Source: an optimization exercise on an open RTL-to-GDS flow (aim: small area). Production flows keep margins and buffers that such runs may drop.
In this exercise RTL edits were held to simulation tests only and were not proved equivalent to the original.
Power figures rest on the tool's default switching activity, not on a simulated workload.

--- flow/design.v ---
module hb_stage (
  input  wire        clk,
  input  wire        g,       
  input  wire        cf,      
  input  wire        init,    
  input  wire [15:0] t,       
  input  wire        c,       
  output reg         e        
);
  reg        [7:0]  cy;       
  reg        [18:0] r;        
  wire [15:0] tg = t & {16{g}};
  wire [7:0]  pa = tg[7:0];
  wire [7:0]  pb = {tg[8], tg[9], tg[10], tg[11], tg[12], tg[13], tg[14], tg[15]};
  wire [7:0]  s  = pa ^ pb ^ cy;
  wire [7:0]  cn = (pa & pb) | (pa & cy) | (pb & cy);
  wire        cg = (c & g) | cf;
  reg [13:0] la;
  reg [18:0] lb;
  always @* begin
    case (s[3:0])
      4'd0: la = 14'd3802;
      4'd1: la = 14'd3068;
      4'd2: la = 14'd5480;
      4'd3: la = 14'd4746;
      4'd4: la = 14'd735;
      4'd5: la = 14'd1;
      4'd6: la = 14'd2413;
      4'd7: la = 14'd1679;
      4'd8: la = 14'd8940;
      4'd9: la = 14'd8206;
      4'd10: la = 14'd10618;
      4'd11: la = 14'd9884;
      4'd12: la = 14'd5873;
      4'd13: la = 14'd5139;
      4'd14: la = 14'd7551;
      4'd15: la = 14'd6817;
      default: la = 14'd0;
    endcase
  end
  always @* begin
    case ({cg, s[7:4]})
      5'd0: lb = 19'd34944;
      5'd1: lb = 19'd26529;
      5'd2: lb = 19'd49047;
      5'd3: lb = 19'd40632;
      5'd4: lb = 19'd8415;
      5'd5: lb = 19'd0;
      5'd6: lb = 19'd22518;
      5'd7: lb = 19'd14103;
      5'd8: lb = 19'd118306;
      5'd9: lb = 19'd109891;
      5'd10: lb = 19'd132409;
      5'd11: lb = 19'd123994;
      5'd12: lb = 19'd91777;
      5'd13: lb = 19'd83362;
      5'd14: lb = 19'd105880;
      5'd15: lb = 19'd97465;
      5'd16: lb = 19'd166016;
      5'd17: lb = 19'd157601;
      5'd18: lb = 19'd180119;
      5'd19: lb = 19'd171704;
      5'd20: lb = 19'd139487;
      5'd21: lb = 19'd131072;
      5'd22: lb = 19'd153590;
      5'd23: lb = 19'd145175;
      5'd24: lb = 19'd249378;
      5'd25: lb = 19'd240963;
      5'd26: lb = 19'd263481;
      5'd27: lb = 19'd255066;
      5'd28: lb = 19'd222849;
      5'd29: lb = 19'd214434;
      5'd30: lb = 19'd236952;
      5'd31: lb = 19'd228537;
      default: lb = 19'd0;
    endcase
  end
  wire [19:0] xr = {1'b0, r};
  wire [19:0] xa = {6'd0, la};
  wire [19:0] xb = {1'b0, lb};
  wire [19:0] cs = xr ^ xa ^ xb;
  wire [19:0] cc = (xr & xa) | (xr & xb) | (xa & xb);
  wire [19:0] y2 = {cc[18:0], 1'b0};
  wire [20:0] k;
  wire [19:0] sum;
  assign k[0] = 1'b0;
  genvar i;
  generate
    for (i = 0; i < 20; i = i + 1) begin : rc
      assign sum[i] = cs[i] ^ y2[i] ^ k[i];
      assign k[i+1] = (cs[i] & y2[i]) | (cs[i] & k[i]) | (y2[i] & k[i]);
    end
  endgenerate
  always @(posedge clk) begin
    cy <= cn;
    e  <= sum[0];
    r  <= init ? 19'd169818 : sum[19:1];
  end
endmodule
module zoom_hb (
  input  wire               clk,
  input  wire               rst,         
  input  wire [1:0]         n_hb,        
  input  wire               in_valid,
  input  wire signed [23:0] in_re,
  input  wire signed [23:0] in_im,
  output reg                out_valid,
  output wire signed [27:0] out_re,
  output wire signed [27:0] out_im
);
  reg  [4:0] ph;           
  reg        fill;         
  reg        par1;         
  reg        pend_e, pend_o;
  reg        run_e, run_o;  
  reg        em1;          
  reg        prun;         
  reg        par2;         
  reg        run2e, run2o;
  reg        em2;
  reg        run2i, em2i;  
  wire ph24 = (ph == 5'd24);
  wire ph18 = (ph == 5'd18);
  wire n0 = (n_hb == 2'd0);
  wire n1 = (n_hb == 2'd1);
  always @(posedge clk) begin
    if (rst) begin
      ph <= 5'd0; fill <= 1'b1; par1 <= 1'b0;
      pend_e <= 1'b0; pend_o <= 1'b0; run_e <= 1'b0; run_o <= 1'b0;
      em1 <= 1'b0; prun <= 1'b0;
      par2 <= 1'b0; run2e <= 1'b0; run2o <= 1'b0; em2 <= 1'b0;
      run2i <= 1'b0; em2i <= 1'b0;
      out_valid <= 1'b0;
    end else begin
      ph <= ph24 ? 5'd0 : ph + 5'd1;
      if (in_valid) par1 <= ~par1;
      if (ph24) begin
        fill   <= 1'b0;
        run_e  <= pend_e | (in_valid & ~par1);
        run_o  <= pend_o | (in_valid & par1);
        pend_e <= 1'b0;
        pend_o <= 1'b0;
        em1    <= run_o;
        prun   <= run_e | run_o;
      end else begin
        if (in_valid & ~par1) pend_e <= 1'b1;
        if (in_valid & par1)  pend_o <= 1'b1;
      end
      if (ph18) begin
        em2   <= run2o;
        run2i <= em2;
        em2i  <= run2i;
        run2e <= run_o & ~par2;
        run2o <= run_o & par2;
        if (run_o) par2 <= ~par2;
      end
      out_valid <= n0 ? (prun & (ph == 5'd0)) :
                   n1 ? (em1 & (ph == 5'd19)) :
                        (em2i & (ph == 5'd13));
    end
  end
  wire pat1  = fill & (ph == 5'd23);    
  wire pat2  = fill & ph18;             
  wire ld_e  = in_valid & ~par1;
  wire ld_o  = in_valid & par1;
  wire init1 = ph24 & ~run_o;
  wire init2 = ph18 & ~run2o & ~run2i;
  wire cf1   = run_o & ph24;
  wire cf2   = (em2 | em2i) & (ph == 5'd19);
  wire fl1   = (ph == 5'd18) & em1;     
  wire fl2   = (ph == 5'd13) & em2;     
  wire fl2i  = (ph == 5'd13) & em2i;
  wire hold_re = ~n0 & ~n1 & ~run2o & ~(em2 & ~((ph >= 5'd14) & (ph <= 5'd18)));
  wire shift_im = n0 | n1 | (run2i & (ph >= 5'd13) & (ph <= 5'd18)) |
                  (em2i & ~((ph >= 5'd14) & (ph <= 5'd18)));
  wire        s2;              
  wire [14:0] q2o_re, q2o_im;
  wire        q2c_re, q2c_im, s1_re, nq_im;
  genvar pi, k;
  generate
    for (pi = 0; pi < 2; pi = pi + 1) begin : part
      wire [23:0] din = (pi == 0) ? in_re : in_im;
      reg  [23:0] h_e, h_o;
      always @(posedge clk) begin
        if (ld_e) h_e <= din;
        if (ld_o) h_o <= din;
      end
      wire [31:0] hxe = {8'd0, ~h_e[23], h_e[22:0]};
      wire [31:0] hxo = {8'd0, ~h_o[23], h_o[22:0]};
      wire xe = hxe[ph];
      wire xo = hxo[ph];
      reg [25*8-1:0]  l1e;
      reg [25*15-1:0] l1o;
      reg [25*8-1:0]  l2e;
      reg [25*15-1:0] l2o;
      wire [7:0]  q1e, q2e;
      wire [14:0] q1o, q2o;
      wire        s1;          
      for (k = 0; k < 8; k = k + 1) begin : le
        assign q1e[k] = l1e[25*k];
        assign q2e[k] = l2e[25*k];
        wire i1 = fill ? pat1 : run_e ? ((k == 0) ? xe : q1e[(k == 0) ? 0 : k-1]) : q1e[k];
        wire i2 = fill ? pat2 : run2e ? ((k == 0) ? s1 : q2e[(k == 0) ? 0 : k-1]) : q2e[k];
        always @(posedge clk) begin
          l1e[25*k +: 25] <= {i1, l1e[25*k+1 +: 24]};
          l2e[25*k +: 25] <= {i2, l2e[25*k+1 +: 24]};
        end
      end
      for (k = 0; k < 15; k = k + 1) begin : lo
        assign q1o[k] = l1o[25*k];
        assign q2o[k] = l2o[25*k];
        wire i1 = fill ? pat1 : run_o ? ((k == 0) ? xo : q1o[(k == 0) ? 0 : k-1]) : q1o[k];
        wire a2 = (pi == 0) ? run2o : run2i;
        wire n2 = (pi == 0) ? s1 : nq_im;
        wire i2 = fill ? pat2 : a2 ? ((k == 0) ? n2 : q2o[(k == 0) ? 0 : k-1]) : q2o[k];
        always @(posedge clk) begin
          l1o[25*k +: 25] <= {i1, l1o[25*k+1 +: 24]};
          l2o[25*k +: 25] <= {i2, l2o[25*k+1 +: 24]};
        end
      end
      hb_stage u_s1 (.clk(clk), .g(run_o), .cf(cf1), .init(init1),
                     .t({q1o, xo}), .c(q1e[7]), .e(s1));
      wire [25:0] ob;
      wire raw = run_o ? (xo ^ (ph == 5'd23)) : (xe ^ (ph == 5'd23));
      wire oin = n0 ? raw : n1 ? (s1 ^ fl1) : (s2 ^ ((pi == 0) ? fl2 : fl2i));
      if (pi == 0) begin : w_re
        assign q2o_re = q2o;
        assign q2c_re = q2e[7];
        assign s1_re  = s1;
      end else begin : w_im
        assign q2o_im = q2o;
        assign q2c_im = q2e[7];
        reg [24:0] nr;
        reg        nx;
        assign nq_im = nr[0];
        wire ni = fill ? pat2 : (~n0 & ~n1 & run2o) ? s1 : shift_im ? nx : nr[0];
        always @(posedge clk) begin
          nr <= {ni, nr[24:1]};
          nx <= oin;
        end
        assign ob = {nx, nr};
      end
      if (pi == 0) begin : ob_re
        reg [25:0] obr;
        always @(posedge clk) if (!hold_re) obr <= {oin, obr[25:1]};
        assign ob = obr;
      end
      wire b24 = n0 ? ob[23] : ob[24];
      wire b25 = n0 ? ob[23] : n1 ? ob[24] : ob[25];
      if (pi == 0) begin : o_re
        assign out_re = {b25, b25, b25, b24, ob[23:0]};
      end else begin : o_im
        assign out_im = {b25, b25, b25, b24, ob[23:0]};
      end
    end
  endgenerate
  hb_stage u_s2 (.clk(clk), .g(run2o | run2i), .cf(cf2), .init(init2),
                 .t(run2i ? {q2o_im, nq_im} : {q2o_re, s1_re}),
                 .c(run2i ? q2c_im : q2c_re), .e(s2));
endmodule
--- flow/flow/run.sh ---
#!/bin/bash
# Layout flow: the standard flow (standard.sh, unchanged synthesis), with
# changes to how the layout is made:
#  - the clock tree is built without dummy loads, with larger sink clusters;
#  - the ports are buffered with buf_1 instead of the default buffer;
#  - the buffers ABC put in during synthesis are removed at floorplan (the
#    placement's repair puts back what the loads need).
# make's full output goes to run_standard.log in this folder; ORFS keeps each
# tool's own log under orfs/logs/.
set -euo pipefail
cd "$(dirname "$0")/.."
bash standard.sh \
  "CTS_ARGS=-sink_clustering_enable -repair_clock_nets -dont_use_dummy_load -sink_clustering_size 22 -sink_clustering_max_diameter 50 -buf_list sky130_fd_sc_hd__clkbuf_8" \
  "BUFFER_PORTS_ARGS=-buffer_cell sky130_fd_sc_hd__buf_1" REMOVE_ABC_BUFFERS=1 \
  finish > run_standard.log 2>&1
--- flow/standard.sh ---
#!/bin/bash
# synth_recipe.tcl (not shown) runs the flow's synth.tcl, then flattens the netlist and writes it again
# the make line also repeats each setting of config.mk as NAME=value (left out here)
make -C /OpenROAD-flow-scripts/flow DESIGN_CONFIG=/design/flow/config.mk WORK_HOME=/design/flow/orfs CLKGATE_MAP_FILE= SYNTH_SCRIPT=/design/flow/synth_recipe.tcl "${@:-finish}"
--- flow/config.mk ---
export PLATFORM = sky130hd
export DESIGN_NAME = zoom_hb
export DESIGN_NICKNAME = zoom_hb
export VERILOG_FILES = /design/flow/design.v
export SDC_FILE = /design/flow/constraint.sdc
export NUM_CORES = 4
export LEC_CHECK = 0
export CAP_MARGIN = 20
export CORE_MARGIN = 2
export CORE_UTILIZATION = 60
export SLEW_MARGIN = 20
--- flow/constraint.sdc ---
create_clock -name core_clock -period 20.0 [get_ports {clk}]
set_input_delay 4.0000 -clock core_clock [delete_from_list [all_inputs] [get_ports {clk}]]
set_output_delay 4.0000 -clock core_clock [all_outputs]
set_load 0.01 [all_outputs]
==> load_flow_metrics.sql, run 1 <==
INSERT INTO impl_metrics (metric_group, metric, value, unit) VALUES
('logic_synthesis', 'syn_area', '61700', 'um^2'),
('logic_synthesis', 'yosys_warnings', '2', ''),
('clocking', 'clock_path_buffers', '3', ''),
('grt', 'globalRouteTotalUtil', '16.6', '%'),
('die', 'dieWidth', '325', 'um'),
('logic_synthesis', 'post-synth-top-area-fraction', '78.8', '%'),
('timing', 'setup_violations', '0', ''),
('hold_path', 'worstHoldPathCells', '0', ''),
('die', 'floorplan.initialDensity', '60.6', '%'),
('timing', 'finalCritPeriodShare', '61.0', '%'),
('job', 'drv.max_cap_violation_count', '0', ''),
('grt', 'grt_first_pass_wirelength', '138000', 'um'),
('logic_synthesis', 'main_combinational_cell_family_by_area_after_synthesis', 'adder cells', ''),
('logic_synthesis', 'async_flop_share', '0', '%'),
('timing', 'fin_hold_ws', '0.260', 'ns'),
('logic_synthesis', 'synth_edf_count', '122', ''),
('pwr', 'ir_drop', '90.7', 'uV'),
('setup_path', 'cp.required', '20.68', 'ns'),
('setup_path', 'critical_path.reg2reg.startpoint', 'run2o', ''),
('clocking', 'post-cts-setup-buffer-count', '0', ''),
('route', 'routed_vias', '24800', ''),
('clocking', 'tritoncts.num_buffers', '157', ''),
('logic_synthesis', 'post_synth_main_area_contributors', 'sky130_fd_sc_hd__dfxtp_1, sky130_fd_sc_hd__edfxtp_1, sky130_fd_sc_hd__fa_1, sky130_fd_sc_hd__a21oi_1, sky130_fd_sc_hd__ha_1', ''),
('route', 'detail_route.wirelength', '85200', 'um'),
('grt', 'grt_start_max_net_pins', '66', ''),
('timing', 'tns', '0', 'ns'),
('pwr', 'leak_pwr', '26.1', 'nW'),
('logic_synthesis', 'synth-simple-area-share', '3.07', '%'),
('clocking', 'clock_sinks', '2552', ''),
('die', 'design.core.area', '102000', 'um^2'),
('place', 'post-place-ws', '7.71', 'ns'),
('logic_synthesis', 'synth_compound_gate_area_share', '3.15', '%'),
('logic_synthesis', 'synth.ff_latch_count', '2552', ''),
('die', 'ios', '110', ''),
('setup_path', 'slowest_delay', '0.96', 'ns'),
('finish', 'syn2layout_area_growth', '5.74', '%'),
('place', 'hpwl_after_dpl', '53400', 'um'),
('route', 'drt_iter0_drc', '1229', ''),
('timing', 'max_slew_margin', '29.2', '%'),
('logic_synthesis', 'avgSynthCellArea', '16.0', 'um^2'),
('hold_path', 'hold_path_class', 'reg2reg', ''),
('finish', 'drive_gt1_share', '5.14', '%'),
('timing', 'hold_viol_final', '0', ''),
('setup_path', 'r2r_setup_slack', '7.79', 'ns'),
('grt', 'grt-ovfl-total', '0', ''),
('logic_synthesis', 'yosysUniqueCellTypes', '60', ''),
('status', 'outcome', 'no timing/DRC/antenna violations', ''),
('route', 'route.detailed.vias_per_inst', '4.63', ''),
('logic_synthesis', 'syn_inst', '3855', ''),
('setup_path', 'timing.critical_path.fanout_max', '22', ''),
('finish', 'post_route_non_filler_standard_cell_count', '5358', ''),
('timing', 'period_needed', '12.21', 'ns'),
('logic_synthesis', 'synth.area.mux_share', '1.28', '%'),
('logic_synthesis', 'synthMostInstantiatedCell', 'sky130_fd_sc_hd__dfxtp_1', ''),
('setup_path', 'critPathLaunchType', 'flip-flop', ''),
('hold_path', 'holdPathEnd', 'part[0].l2o[222]', ''),
('pwr', 'design_power_total', '7.59', 'mW'),
('clocking', 'cts_root_buf', 'sky130_fd_sc_hd__clkbuf_8', ''),
('route', 'drcViolationCount', '0', ''),
('setup_path', 'critical_path.reg2reg.endpoint', 'u_s2.r[18]', ''),
('clocking', 'postCtsResizedCells', '0', ''),
('clocking', 'clk-insertion-delay-late', '0.86', 'ns'),
('setup_path', 'worst_path_most_repeated_cell', 'sky130_fd_sc_hd__fa_1', ''),
('logic_synthesis', 'synthAdderAreaFrac', '5.15', '%'),
('logic_synthesis', 'synth_xor_area_share', '0.298', '%'),
('clocking', 'cts.reportedPaths.clkPinSlew', '0.11', 'ns'),
('setup_path', 'critPathArrivalTime', '12.88', 'ns'),
('setup_path', 'critPathCaptureType', 'flip-flop', ''),
('route', 'drt_first_pass_iters', '5', ''),
('die', 'num_rows', '117', ''),
('clocking', 'tritoncts', 'done', '');
cells by family (layout without fill, tap and decap cells):
| kind of cell | count (synthesis) | count (layout) |
|---|---|---|
| compound gates | 327 | 327 |
| xor+xnor | 21 | 21 |
| fa+ha+maj | 184 | 184 |
| buf+inv | 301 | 434 |
| flops | 2552 | 2552 |
| mux | 56 | 56 |
| other cells | 0 | 2 |
| simple gates | 414 | 414 |
per-layer routing:
layer	track usage [%]	share of wire [%]
met1	24.5	50
met3	3.24	3.9
met5	0	0
met2	24.6	43
met4	5.74	2.6
cell usage in the layout (no fill, tap or decap), drive strengths merged, types with 30 or more instances in the layout:
| cell | n |
|---|---|
| a211oi | 43 |
| a21oi | 172 |
| buf | 120 |
| clkbuf | 157 |
| dfxtp | 2430 |
| edfxtp | 122 |
| fa | 117 |
| ha | 67 |
| inv | 154 |
| mux2i | 30 |
| nand2 | 151 |
| nor2 | 118 |
| nor2b | 44 |
| o21ai | 49 |
final cells by class:
type | count | area, um^2
clock buffer | 157 | 2160
multi-input combinational | 1002 | 8020
sequential | 2552 | 52300
inverter | 157 | 589
fill | 7395 | 36600
tap | 1368 | 1710
antenna | 2 | 5.00
timing repair buffer | 120 | 492
worst max path at each step:
stage	slack [ns]	endpoint	startpoint
after global placement	7.92	u_s2.r[18]	run2o
after detailed placement	7.71	u_s2.r[17]	run2o
after CTS	7.71	u_s2.r[18]	run2o
after floorplan	9.21	part[1].u_s1.r[18]	ph[0]
after global routing	6.90	u_s2.r[18]	run2o
final	7.79	u_s2.r[18]	run2o
worst max-delay path, delay by kind of cell (launching register included):
family / cells / cell delay (ns)
AO/OA/AOI/OAI: 2 / 0.76
flip-flops: 1 / 0.85
buffers and inverters: 7 / 1.50
adder cells (fa/ha/maj): 20 / 7.67
XOR/XNOR: 1 / 0.14
AND/OR/NAND/NOR: 3 / 1.13
through the flow:
stage               utilization [%]  area, um^2
floorplan                         -       60900
global placement               61.9       63100
detailed placement             62.0       63100
CTS                            64.1       65300
global route                   64.1       65300
finish                         64.1       65300
registers in the layout (all words and copies together), names as in the netlist, 2 cells and up:
register / cells
part.h_e: 48
part.h_o: 48
part.l1e: 400
part.l1o: 750
part.l2e: 400
part.l2o: 750
part.ob_re.obr: 26
part.u_s1.cy: 16
part.u_s1.e: 2
part.u_s1.r: 38
part.w_im.nr: 25
ph: 5
u_s2.cy: 8
u_s2.r: 19
power by group:
part | total (mW) | switching, mW | internal [mW]
sequential | 5.23 | 0.0407 | 5.19
combinational | 0.300 | 0.159 | 0.142
clock | 2.06 | 1.35 | 0.708
==> run 2: changes to the inputs <==
--- a/flow/design.v
+++ b/flow/design.v
@@ -17,5 +17,5 @@
   wire        cg = (c & g) | cf;
   reg [13:0] la;
-  reg [18:0] lb;
+  reg [17:0] lb;
   always @* begin
     case (s[3:0])
@@ -40,43 +40,27 @@
   end
   always @* begin
-    case ({cg, s[7:4]})
-      5'd0: lb = 19'd34944;
-      5'd1: lb = 19'd26529;
-      5'd2: lb = 19'd49047;
-      5'd3: lb = 19'd40632;
-      5'd4: lb = 19'd8415;
-      5'd5: lb = 19'd0;
-      5'd6: lb = 19'd22518;
-      5'd7: lb = 19'd14103;
-      5'd8: lb = 19'd118306;
-      5'd9: lb = 19'd109891;
-      5'd10: lb = 19'd132409;
-      5'd11: lb = 19'd123994;
-      5'd12: lb = 19'd91777;
-      5'd13: lb = 19'd83362;
-      5'd14: lb = 19'd105880;
-      5'd15: lb = 19'd97465;
-      5'd16: lb = 19'd166016;
-      5'd17: lb = 19'd157601;
-      5'd18: lb = 19'd180119;
-      5'd19: lb = 19'd171704;
-      5'd20: lb = 19'd139487;
-      5'd21: lb = 19'd131072;
-      5'd22: lb = 19'd153590;
-      5'd23: lb = 19'd145175;
-      5'd24: lb = 19'd249378;
-      5'd25: lb = 19'd240963;
-      5'd26: lb = 19'd263481;
-      5'd27: lb = 19'd255066;
-      5'd28: lb = 19'd222849;
-      5'd29: lb = 19'd214434;
-      5'd30: lb = 19'd236952;
-      5'd31: lb = 19'd228537;
-      default: lb = 19'd0;
+    case (s[7:4])
+      4'd0: lb = 18'd34944;
+      4'd1: lb = 18'd26529;
+      4'd2: lb = 18'd49047;
+      4'd3: lb = 18'd40632;
+      4'd4: lb = 18'd8415;
+      4'd5: lb = 18'd0;
+      4'd6: lb = 18'd22518;
+      4'd7: lb = 18'd14103;
+      4'd8: lb = 18'd118306;
+      4'd9: lb = 18'd109891;
+      4'd10: lb = 18'd132409;
+      4'd11: lb = 18'd123994;
+      4'd12: lb = 18'd91777;
+      4'd13: lb = 18'd83362;
+      4'd14: lb = 18'd105880;
+      4'd15: lb = 18'd97465;
+      default: lb = 18'd0;
     endcase
   end
   wire [19:0] xr = {1'b0, r};
-  wire [19:0] xa = {6'd0, la};
-  wire [19:0] xb = {1'b0, lb};
+  wire [19:0] xa = {2'd0, cg, 3'd0, la};    
+  wire [19:0] xb = {2'b0, lb};
   wire [19:0] cs = xr ^ xa ^ xb;
   wire [19:0] cc = (xr & xa) | (xr & xb) | (xa & xb);
--- a/flow/flow/run.sh
+++ b/flow/flow/run.sh
@@ -11,5 +11,5 @@
 cd "$(dirname "$0")/.."
 bash standard.sh \
-  "CTS_ARGS=-sink_clustering_enable -repair_clock_nets -dont_use_dummy_load -sink_clustering_size 22 -sink_clustering_max_diameter 50 -buf_list sky130_fd_sc_hd__clkbuf_8" \
+  "CTS_ARGS=-sink_clustering_enable -repair_clock_nets -dont_use_dummy_load -sink_clustering_size 20 -sink_clustering_max_diameter 50 -buf_list sky130_fd_sc_hd__clkbuf_8" \
   "BUFFER_PORTS_ARGS=-buffer_cell sky130_fd_sc_hd__buf_1" REMOVE_ABC_BUFFERS=1 \
   finish > run_standard.log 2>&1
==> load_flow_metrics.sql, run 2 <==
INSERT INTO impl_metrics (metric_group, metric, value, unit) VALUES
('clocking', 'tritoncts', 'done', ''),
('route', 'highest_metal_layer_with_signal_wires', 'met5', ''),
('route', 'ant_nets', '0', ''),
('route', 'drcViolationCount', '0', ''),
('finish', 'final_cell_area', '65200', 'um^2'),
('clocking', 'postCtsResizedCells', '0', ''),
('timing', 'worst_pin_slew', '1.09', 'ns'),
('route', 'detail_route.wirelength', '84500', 'um'),
('clocking', 'clk-insertion-delay-late', '0.86', 'ns'),
('clocking', 'cts_root_buf', 'sky130_fd_sc_hd__clkbuf_8', ''),
('logic_synthesis', 'avgSynthCellArea', '16.0', 'um^2'),
('grt', 'grt-ovfl-total', '0', ''),
('pwr', 'design_power_total', '7.65', 'mW'),
('clocking', 'clock_sinks', '2552', ''),
('setup_path', 'critical-path-top-delay-family', 'adder cells', ''),
('timing', 'setup_violations', '0', ''),
('logic_synthesis', 'synth-simple-area-share', '2.87', '%'),
('pwr', 'ir_drop', '111', 'uV'),
('logic_synthesis', 'post-synth-top-area-fraction', '79.1', '%'),
('setup_path', 'timing.critical_path.fanout_max', '22', ''),
('logic_synthesis', 'synth.ff_latch_count', '2552', ''),
('logic_synthesis', 'synth_flop_cell', 'sky130_fd_sc_hd__dfxtp_1', ''),
('route', 'drt_first_pass_iters', '5', ''),
('timing', 'final.setup_skew', '0.105', 'ns'),
('logic_synthesis', 'syn_inst', '3833', ''),
('die', 'design.core.area', '102000', 'um^2'),
('finish', 'post_route_non_filler_standard_cell_count', '5352', ''),
('clocking', 'cts.reportedPaths.clkPinSlew', '0.11', 'ns'),
('place', 'place_inst', '5186', ''),
('clocking', 'cts_hold_fix_bufs', '0', ''),
('timing', 'hold_viol_final', '0', ''),
('hold_path', 'worstHoldPathCells', '0', ''),
('timing', 'rsz_0062_raised_after_global_routing', 'false', ''),
('status', 'outcome', 'no timing/DRC/antenna violations', ''),
('grt', 'grt_antenna_before_repair', '8', ''),
('route', 'drt_iter0_drc', '1253', ''),
('die', 'die_h', '324', 'um'),
('setup_path', 'cpMaxStageDelayCell', 'sky130_fd_sc_hd__nor2_1', ''),
('die', 'floorplan.initialDensity', '60.4', '%'),
('job', 'drv.max_cap_violation_count', '0', ''),
('clocking', 'post-cts-setup-buffer-count', '0', ''),
('setup_path', 'r2r_setup_slack', '8.21', 'ns'),
('finish', 'drive_gt1_share', '5.10', '%'),
('setup_path', 'ff2ff_path_depth', '37', ''),
('place', 'hpwl_after_dpl', '51700', 'um'),
('setup_path', 'critical_path.reg2reg.endpoint', 'u_s2.r[17]', ''),
('setup_path', 'worstSetupPathType', 'reg2reg', ''),
('setup_path', 'slowest_delay', '0.87', 'ns'),
('pwr', 'pwr_density_cell', '117', 'nW/um^2'),
('logic_synthesis', 'yosysTopAreaCell', 'sky130_fd_sc_hd__dfxtp_1', ''),
('clocking', 'clock_path_buffers', '3', ''),
('logic_synthesis', 'syn_area', '61500', 'um^2'),
('route', 'met3WireLength', '3150', 'um'),
('grt', 'globalRouteTotalUtil', '16.5', '%'),
('grt', 'grt_start_max_net_pins', '68', ''),
('die', 'dieWidth', '324', 'um'),
('timing', 'slew_violations', '0', ''),
('logic_synthesis', 'async_flop_share', '0', '%'),
('hold_path', 'hold_path_class', 'reg2reg', ''),
('route', 'route.layer.met1.wl', '40700', 'um'),
('grt', 'grt_first_pass_wirelength', '135000', 'um'),
('logic_synthesis', 'yosysUniqueCellTypes', '55', ''),
('logic_synthesis', 'main_combinational_cell_family_by_area_after_synthesis', 'adder cells', ''),
('logic_synthesis', 'synth.area.mux_share', '1.39', '%'),
('die', 'num_rows', '117', ''),
('grt', 'grt_pass1_vias', '25200', ''),
('timing', 'fmax', '84.8', 'MHz'),
('timing', 'finalCritPeriodShare', '58.9', '%'),
('logic_synthesis', 'yosys_warnings', '2', ''),
('clocking', 'tritoncts.num_buffers', '162', ''),
('logic_synthesis', 'yosysSeqAreaShare', '85.1', '%'),
('place', 'routabilityCongestion', '0.763', ''),
('timing', 'tns', '0', 'ns'),
('finish', 'reg_top3', 'part.l1o x750, part.l2o x750', ''),
('setup_path', 'critical_path.reg2reg.startpoint', 'run2o', ''),
('place', 'post-place-ws', '8.20', 'ns'),
('logic_synthesis', 'synth_edf_count', '122', ''),
('place', 'placement.cell_area', '63000', 'um^2'),
('route', 'route.detailed.vias_per_inst', '4.61', ''),
('logic_synthesis', 'synth_xor_area_share', '0.271', '%'),
('finish', 'fillCellCount', '7325', ''),
('timing', 'max_slew_margin', '27.5', '%'),
('setup_path', 'cp.required', '20.71', 'ns'),
('timing', 'fin_hold_ws', '0.258', 'ns'),
('route', 'routed_vias', '24600', ''),
('logic_synthesis', 'synth_top_cells_by_count', 'sky130_fd_sc_hd__dfxtp_1, sky130_fd_sc_hd__inv_1, sky130_fd_sc_hd__a21oi_1', ''),
('route', 'detailroute.wirelength.met2', '38100', 'um'),
('logic_synthesis', 'synthAdderAreaFrac', '5.11', '%'),
('timing', 'worst_slack', '8.21', 'ns'),
('setup_path', 'critPathCaptureType', 'flip-flop', ''),
('route', 'detail_route.wl_per_cell', '15.8', 'um'),
('setup_path', 'critical_path_buf_inv_count', '11', ''),
('finish', 'final_core_utilization', '64.1', '%'),
('logic_synthesis', 'synthMostInstantiatedCell', 'sky130_fd_sc_hd__dfxtp_1', ''),
('place', 'port_buffers', '109', ''),
('setup_path', 'critPathLaunchType', 'flip-flop', ''),
('pwr', 'leak_pwr', '26.3', 'nW'),
('finish', 'nNetsFinal', '4214', ''),
('finish', 'layout.cells.most_common_list', 'sky130_fd_sc_hd__dfxtp_1, sky130_fd_sc_hd__inv_1, sky130_fd_sc_hd__clkbuf_8', ''),
('finish', 'layout.cells.most_common', 'sky130_fd_sc_hd__dfxtp_1', ''),
('die', 'ios', '110', ''),
('timing', 'period_needed', '11.79', 'ns'),
('die', 'area_of_the_die', '105000', 'um^2'),
('finish', 'syn2layout_area_growth', '6.07', '%'),
('clocking', 'cts_htree_levels', '4', ''),
('setup_path', 'critPathArrivalTime', '12.50', 'ns'),
('hold_path', 'holdCritStartpoint', 'part[0].l2o[269]', ''),
('hold_path', 'holdPathEnd', 'part[0].l2o[268]', ''),
('logic_synthesis', 'post_synth_main_area_contributors', 'sky130_fd_sc_hd__dfxtp_1, sky130_fd_sc_hd__edfxtp_1, sky130_fd_sc_hd__fa_1, sky130_fd_sc_hd__a21oi_1, sky130_fd_sc_hd__ha_1', ''),
('setup_path', 'worst_path_most_repeated_cell', 'sky130_fd_sc_hd__fa_1', ''),
('logic_synthesis', 'synth_compound_gate_area_share', '2.92', '%');
==> run 2: changes by cell type after synthesis, sizes merged, moves of 5 or more <==
cell / delta
inv: +29
mux2i: +27
a21oi: -22
nand2: -16
buf: -10
ha: -8
nor2: -8
mux4: -7
nor3: -7
nand4: +6
a22o: -5
nand3b: -5
==> run 2: worst max-delay path by stage <==
stage	start	end	slack [ns]	cells past startpoint
3_3_place_gp	run2o	u_s2.r[17]	8.29	37
5_1_grt	run2o	u_s2.r[17]	7.27	37
2_1_floorplan	run2o	u_s2.r[17]	9.54	37
6_report	run2o	u_s2.r[17]	8.21	37
4_1_cts	run2o	u_s2.r[17]	8.15	37
3_5_place_dp	run2o	u_s2.r[17]	8.20	37
==> run 2: final cells by class <==
cell class              instances  area, um^2  share of cell area (%)
inverters                     185         694                    1.06
diodes                          4        10.0                  0.0153
multi-input cells             959        7740                    11.9
clock buffers                 162        2230                    3.42
flip-flops and latches       2552       52300                    80.2
repair buffers                122         507                   0.777
well taps                    1368        1710                    2.62
==> run 2: cells by family (layout without fill, tap and decap cells) <==
group,count (synthesis),count (layout)
flip-flops,2552,2552
AND/OR/NAND/NOR,384,384
buffers and inverters,322,469
AO/OA/AOI/OAI,303,303
adder cells (fa/ha/maj),179,179
multiplexers,74,74
XOR/XNOR,19,19
other,0,4
==> run 2: layer usage <==
| metal | up-vias | global-route usage [%] |
|---|---|---|
| met4 | 2 | 6.48 |
| met5 | - | 0 |
| li1 | 12200 | - |
| met1 | 11800 | 22.8 |
| met2 | 377 | 26.0 |
| met3 | 194 | 3.34 |
==> run 2: power by group <==
| part | internal, mW | leakage [nW] | switching (mW) |
|---|---|---|---|
| sequential | 5.19 | 20.7 | 0.0364 |
| clock | 0.729 | 1.16 | 1.36 |
| combinational | 0.155 | 4.41 | 0.173 |
| total | 6.08 | 26.3 | 1.57 |
==> run 2: worst reg2reg max path, delay by kind of cell, from the launching register on <==
family | cells | cell delay (ns)
flip-flops | 1 | 0.79
AO/OA/AOI/OAI | 1 | 0.30
AND/OR/NAND/NOR | 2 | 1.02
adder cells (fa/ha/maj) | 21 | 7.64
XOR/XNOR | 1 | 0.18
buffers and inverters | 11 | 1.50
multiplexers | 1 | 0.21
==> run 3: changes to the inputs <==
--- a/flow/design.v
+++ b/flow/design.v
@@ -226,7 +226,12 @@
       end
       if (pi == 0) begin : ob_re
-        reg [25:0] obr;
-        always @(posedge clk) if (!hold_re) obr <= {oin, obr[25:1]};
-        assign ob = obr;
+        reg [24:0] obr;
+        reg        obx;
+        wire       oi = hold_re ? obr[0] : obx;
+        always @(posedge clk) begin
+          obr <= {oi, obr[24:1]};
+          if (!hold_re) obx <= oin;
+        end
+        assign ob = {obx, obr};
       end
       wire b24 = n0 ? ob[23] : ob[24];
==> load_flow_metrics.sql, run 3 <==
INSERT INTO impl_metrics (metric_group, metric, value, unit) VALUES
('grt', 'grt-ovfl-total', '0', ''),
('logic_synthesis', 'yosysTopAreaCell', 'sky130_fd_sc_hd__dfxtp_1', ''),
('setup_path', 'worst_path_most_repeated_cell', 'sky130_fd_sc_hd__fa_1', ''),
('pwr', 'net-switching-power', '1.58', 'mW'),
('clocking', 'cts_hold_fix_bufs', '0', ''),
('clocking', 'cts_htree_levels', '4', ''),
('pwr', 'internal-power', '6.09', 'mW'),
('logic_synthesis', 'yosysUniqueCellTypes', '59', ''),
('clocking', 'clk-insertion-delay-late', '0.87', 'ns'),
('logic_synthesis', 'synthMostInstantiatedCell', 'sky130_fd_sc_hd__dfxtp_1', ''),
('clocking', 'cts.reportedPaths.clkPinSlew', '0.11', 'ns'),
('setup_path', 'critPathLaunchType', 'flip-flop', ''),
('finish', 'reg_top3', 'part.l1o x750, part.l2o x750', ''),
('logic_synthesis', 'post_synth_main_area_contributors', 'sky130_fd_sc_hd__dfxtp_1, sky130_fd_sc_hd__edfxtp_1, sky130_fd_sc_hd__fa_1, sky130_fd_sc_hd__a21oi_1, sky130_fd_sc_hd__ha_1', ''),
('place', 'hpwl_after_dpl', '52700', 'um'),
('timing', 'hold_viol_final', '0', ''),
('route', 'drt_first_pass_iters', '5', ''),
('route', 'drcViolationCount', '0', ''),
('setup_path', 'timing.critical_path.fanout_max', '21', ''),
('setup_path', 'critical_path.startpoint', 'run2o', ''),
('setup_path', 'critical_path.reg2reg.startpoint', 'run2o', ''),
('logic_synthesis', 'avgSynthCellArea', '15.9', 'um^2'),
('timing', 'setup_violations', '0', ''),
('pwr', 'pwr_density_cell', '118', 'nW/um^2'),
('clocking', 'cts_root_buf', 'sky130_fd_sc_hd__clkbuf_8', ''),
('die', 'die_h', '324', 'um'),
('timing', 'slew_violations', '0', ''),
('hold_path', 'holdCritStartpoint', 'part[1].l2e[11]', ''),
('finish', 'final_core_utilization', '64.0', '%'),
('timing', 'final.setup_skew', '0.0990', 'ns'),
('logic_synthesis', 'synth_top_cells_by_count', 'sky130_fd_sc_hd__dfxtp_1, sky130_fd_sc_hd__inv_1, sky130_fd_sc_hd__a21oi_1', ''),
('logic_synthesis', 'syn_inst', '3846', ''),
('logic_synthesis', 'syn_area', '61300', 'um^2'),
('place', 'port_buffers', '109', ''),
('die', 'area_of_the_die', '105000', 'um^2'),
('logic_synthesis', 'yosysSeqAreaShare', '84.9', '%'),
('setup_path', 'cpMaxStageDelayCell', 'sky130_fd_sc_hd__dfxtp_1', ''),
('logic_synthesis', 'synth_flop_cell', 'sky130_fd_sc_hd__dfxtp_1', ''),
('finish', 'ff_latch_area', '52100', 'um^2'),
('logic_synthesis', 'async_flop_share', '0', '%'),
('pwr', 'ir_drop', '85.5', 'uV'),
('die', 'num_rows', '117', ''),
('finish', 'layout.cells.most_common_list', 'sky130_fd_sc_hd__dfxtp_1, sky130_fd_sc_hd__inv_1, sky130_fd_sc_hd__clkbuf_8', ''),
('timing', 'fmax', '90.0', 'MHz'),
('route', 'drt_iter0_drc', '1123', ''),
('place', 'placement.cell_area', '62800', 'um^2'),
('hold_path', 'hold_path_class', 'reg2reg', ''),
('setup_path', 'critPathArrivalTime', '11.80', 'ns'),
('place', 'post-place-ws', '8.68', 'ns'),
('route', 'route.detailed.vias_per_inst', '4.59', ''),
('finish', 'nNetsFinal', '4223', ''),
('route', 'ant_nets', '0', ''),
('die', 'dieWidth', '324', 'um'),
('grt', 'grt_pass1_vias', '25000', ''),
('timing', 'fin_hold_ws', '0.270', 'ns'),
('grt', 'globalRouteTotalUtil', '16.5', '%'),
('timing', 'period_needed', '11.11', 'ns'),
('timing', 'finalCritPeriodShare', '55.6', '%'),
('route', 'routed_vias', '24600', ''),
('job', 'drv.max_cap_violation_count', '0', ''),
('grt', 'grt_start_max_net_pins', '52', ''),
('pwr', 'p_comb_share', '4.5', '%'),
('finish', 'layout.cells.most_common', 'sky130_fd_sc_hd__dfxtp_1', ''),
('logic_synthesis', 'synth.ff_latch_count', '2552', ''),
('route', 'detail_route.wl_per_cell', '15.7', 'um'),
('finish', 'multi_input_comb_area', '7800', 'um^2'),
('timing', 'worst_pin_slew', '1.03', 'ns'),
('status', 'outcome', 'no timing/DRC/antenna violations', ''),
('clocking', 'post-cts-setup-buffer-count', '0', ''),
('timing', 'rsz_0062_raised_after_global_routing', 'false', ''),
('logic_synthesis', 'yosys_warnings', '2', ''),
('pwr', 'swShare', '20.6', '%'),
('clocking', 'postCtsResizedCells', '0', ''),
('die', 'ios', '110', ''),
('finish', 'syn2layout_area_growth', '6.03', '%'),
('finish', 'drive_gt1_share', '5.09', '%'),
('finish', 'final_cell_area', '65000', 'um^2'),
('clocking', 'tritoncts', 'done', ''),
('setup_path', 'worstSetupPathType', 'reg2reg', ''),
('timing', 'worst_slack', '8.89', 'ns'),
('setup_path', 'slowest_delay', '0.77', 'ns'),
('pwr', 'leak_pwr', '26.3', 'nW'),
('timing', 'tns', '0', 'ns'),
('grt', 'grt_first_pass_wirelength', '134000', 'um'),
('setup_path', 'cp.required', '20.69', 'ns'),
('logic_synthesis', 'synth_edf_count', '97', ''),
('finish', 'fillCellCount', '7394', ''),
('timing', 'max_slew_margin', '31.0', '%'),
('die', 'design.core.area', '102000', 'um^2'),
('clocking', 'clock_sinks', '2552', ''),
('grt', 'grt_antenna_before_repair', '4', ''),
('route', 'detail_route.wirelength', '84000', 'um'),
('clocking', 'clock_path_buffers', '3', ''),
('clocking', 'tritoncts.num_buffers', '163', ''),
('pwr', 'sequentialPowerShare', '68.3', '%'),
('die', 'floorplan.initialDensity', '60.4', '%'),
('setup_path', 'critPathCaptureType', 'flip-flop', ''),
('logic_synthesis', 'post-synth-top-area-fraction', '80.1', '%'),
('place', 'routabilityCongestion', '0.787', ''),
('pwr', 'power_share_of_the_clock_group', '27.2', '%');
## run 3: final timing paths
| path | endpoint | slack [ns] | cells after the start |
|---|---|---|---|
| max | u_s2.r[17] | 8.89 | 38 |
| min | part[1].l2e[10] | 0.27 | 0 |
| max reg2reg | u_s2.r[17] | 8.89 | 38 |
| min reg2reg | part[1].l2e[10] | 0.27 | 0 |
## run 3: final cells by class
type                            instances  share of cell area, %
Sequential cell                      2552                   80.1
Multi-Input combinational cell        970                   12.0
Clock buffer                          163                   3.45
Tap cell                             1368                   2.63
Inverter                              184                   1.07
Timing Repair Buffer                  120                  0.756
Antenna cell                            3                 0.0115
## run 3: kinds of logic after synthesis
group | Yosys count | share of synthesized area (%)
AO/OA/AOI/OAI | 304 | 2.97
XOR/XNOR | 19 | 0.271
adder cells (fa/ha/maj) | 179 | 5.12
buffers and inverters | 324 | 2.41
flip-flops | 2552 | 84.9
multiplexers | 80 | 1.37
AND/OR/NAND/NOR | 388 | 2.96
## run 3: power groups by stage
| stage | Combinational (mW) | Clock, mW | Sequential [mW] |
|---|---|---|---|
| after global routing | 0.416 | 2.37 | 5.24 |
| final | 0.345 | 2.09 | 5.23 |
| after floorplan | 0.253 | 0 | 5.34 |
| after detailed placement | 0.351 | 0 | 5.35 |
| after global placement | 0.344 | 0 | 5.35 |
| after CTS | 0.356 | 2.18 | 5.23 |
## run 3: stage by stage
| step | instances | total power, mW |
|---|---|---|
| after floorplan | 3706 | 5.60 |
| after global placement | 5194 | 5.69 |
| after detailed placement | 5194 | 5.70 |
| after CTS | 5357 | 7.77 |
| after global routing | 5358 | 8.02 |
| final | 5360 | 7.66 |
## run 3: routing by layer
metal / share of wire (%) / global-route usage [%] / wire length, um / vias up
met2: 44 / 25.2 / 37300 / 335
li1: - / - / - / 12200
met4: 2.3 / 5.57 / 1960 / 4
met1: 49 / 23.5 / 41500 / 11900
met3: 3.8 / 3.50 / 3190 / 168
met5: 0.031 / 0 / 26 / -
## run 3: worst max-delay path: cells and delay by family (launching register included)
family / cells / cell delay, ns
flops: 1 / 0.77
mux: 1 / 0.23
xor+xnor: 1 / 0.19
simple gates: 2 / 0.36
buf+inv: 12 / 1.73
compound gates: 1 / 0.16
fa+ha+maj: 21 / 7.53
==> run 4: changes to the inputs <==
--- a/flow/flow/run.sh
+++ b/flow/flow/run.sh
@@ -11,5 +11,5 @@
 cd "$(dirname "$0")/.."
 bash standard.sh \
-  "CTS_ARGS=-sink_clustering_enable -repair_clock_nets -dont_use_dummy_load -sink_clustering_size 20 -sink_clustering_max_diameter 50 -buf_list sky130_fd_sc_hd__clkbuf_8" \
+  "CTS_ARGS=-sink_clustering_enable -repair_clock_nets -dont_use_dummy_load -sink_clustering_size 22 -sink_clustering_max_diameter 40 -buf_list sky130_fd_sc_hd__clkbuf_8" \
   "BUFFER_PORTS_ARGS=-buffer_cell sky130_fd_sc_hd__buf_1" REMOVE_ABC_BUFFERS=1 \
   finish > run_standard.log 2>&1
--- a/flow/config.mk
+++ b/flow/config.mk
@@ -9,3 +9,4 @@
 export CORE_MARGIN = 2
 export CORE_UTILIZATION = 60
+export PLACE_DENSITY = 0.85
 export SLEW_MARGIN = 20
==> load_flow_metrics.sql, run 4 <==
INSERT INTO impl_metrics (metric_group, metric, value, unit) VALUES
('logic_synthesis', 'yosysSeqAreaShare', '84.9', '%'),
('pwr', 'power_share_of_the_clock_group', '27.3', '%'),
('logic_synthesis', 'yosysTopAreaCell', 'sky130_fd_sc_hd__dfxtp_1', ''),
('finish', 'nNetsFinal', '4221', ''),
('logic_synthesis', 'yosysUniqueCellTypes', '59', ''),
('pwr', 'sequentialPowerShare', '68.1', '%'),
('clocking', 'postCtsResizedCells', '0', ''),
('route', 'route.detailed.vias_per_inst', '4.65', ''),
('pwr', 'p_comb_share', '4.6', '%'),
('clocking', 'post-cts-setup-buffer-count', '0', ''),
('logic_synthesis', 'async_flop_share', '0', '%'),
('die', 'area_of_the_die', '105000', 'um^2'),
('timing', 'hold_viol_final', '0', ''),
('route', 'routed_vias', '24900', ''),
('setup_path', 'cp.required', '20.70', 'ns'),
('setup_path', 'worstSetupPathType', 'reg2reg', ''),
('status', 'outcome', 'no timing/DRC/antenna violations', ''),
('timing', 'final.setup_skew', '0.0781', 'ns'),
('grt', 'grt_first_pass_wirelength', '136000', 'um'),
('logic_synthesis', 'syn_area', '61300', 'um^2'),
('grt', 'globalRouteTotalUtil', '16.9', '%'),
('timing', 'rsz_0062_raised_after_global_routing', 'false', ''),
('die', 'num_rows', '117', '');
run 4: changes by cell type in the layout (fill, tap and decap cells not counted):
cell,change
sky130_fd_sc_hd__buf_4,-1
sky130_fd_sc_hd__clkbuf_8,-1
sky130_fd_sc_hd__nand2_1,-1
sky130_fd_sc_hd__nand2_2,+1
run 4: cell families after synthesis:
| group | count (synthesis) | share of synthesized area (%) |
|---|---|---|
| adders and majority gates | 179 | 5.12 |
| and+or+nand+nor | 388 | 2.96 |
| buffers and inverters | 324 | 2.41 |
| DFF | 2552 | 84.9 |
| xor gates and xnor gates | 19 | 0.271 |
| AOI/OAI and AO/OA | 304 | 2.97 |
| muxes | 80 | 1.37 |
run 4: layout make-up:
class | instances | area (um^2)
Multi-Input combinational cell | 970 | 7810
Timing Repair Buffer | 119 | 484
Clock buffer | 162 | 2230
Antenna cell | 3 | 7.51
Tap cell | 1368 | 1710
Fill cell | 6781 | 36600
Inverter | 184 | 693
Sequential cell | 2552 | 52100
run 4: critical path: cells and delay by family, from the launching register on:
family,cells,cell delay (ns)
flip-flops,1,0.33
XOR/XNOR,1,0.18
AO/OA/AOI/OAI,1,0.28
AND/OR/NAND/NOR,2,0.98
buffers and inverters,12,1.70
multiplexers,1,0.22
adder cells (fa/ha/maj),21,7.60
run 4: final timing paths:
| kind | startpoint | endpoint | slack [ns] | cells past startpoint |
|---|---|---|---|---|
| worst max-delay path | run2o | u_s2.r[17] | 8.54 | 38 |
| worst max register to register | run2o | u_s2.r[17] | 8.54 | 38 |
| worst min register to register | part[0].l2o[207] | part[0].l2o[206] | 0.27 | 0 |
| worst min-delay path | part[0].l2o[207] | part[0].l2o[206] | 0.27 | 0 |
run 4: power groups by stage:
| stage | Clock, mW | Sequential, mW | Combinational, mW |
|---|---|---|---|
| 2_1_floorplan | 0 | 5.34 | 0.253 |
| 3_3_place_gp | 0 | 5.35 | 0.332 |
| 3_5_place_dp | 0 | 5.35 | 0.353 |
| 4_1_cts | 2.16 | 5.24 | 0.360 |
| 5_1_grt | 2.33 | 5.24 | 0.418 |
| 6_report | 2.10 | 5.23 | 0.356 |
run 4: metal layers:
layer | track usage, % | share of wire, % | wire (um) | up-vias
met5 | 0 | 0.062 | 54 | -
met4 | 6.20 | 2.5 | 2220 | 8
met3 | 3.70 | 5.3 | 4650 | 161
met2 | 26.1 | 45 | 39100 | 598
met1 | 23.8 | 47 | 41300 | 11900
li1 | - | - | - | 12200
run 4: per-stage QoR:
step | utilization [%] | std cells | power, mW | setup slack [ns] | hold WS, ns
final | 64.0 | 5358 | 7.69 | 8.54 | 0.269
after global placement | 61.8 | 5193 | 5.68 | 8.43 | 0.310
after detailed placement | 61.8 | 5193 | 5.70 | 8.13 | 0.312
after CTS | 64.0 | 5355 | 7.75 | 8.14 | 0.259
after floorplan | - | 3706 | 5.60 | 9.52 | 0.310
after global routing | 64.0 | 5357 | 7.99 | 7.83 | 0.252

==> static timing again, ports no longer ideal <==
The flow's constraints put no driver on any port. The routed layouts listed below were extracted and timed again, unchanged, in two steps.
Step 1 assumes that a clkbuf_16 drives the clock port and a buf_2 every other input.
Step 2 also shifts input and output timing later by t, the mid clock arrival at the registers, as if the neighbouring blocks saw the same clock.
Three values: ideal, step 1, step 2; two values: the first two.
run | t, ns | slack for setup (ns) | clock arrival spread, ns
run 1 | 0.883 | 7.794 / 7.794 / 7.794 | 0.101 / 0.102
run 2 | 0.866 | 8.211 / 8.211 / 8.211 | 0.108 / 0.108
run 3 | 0.877 | 8.888 / 8.888 / 8.888 | 0.099 / 0.099
run 4 | 0.889 | 8.545 / 8.545 / 8.545 | 0.097 / 0.096
After both steps setup and hold are still met in every run listed.
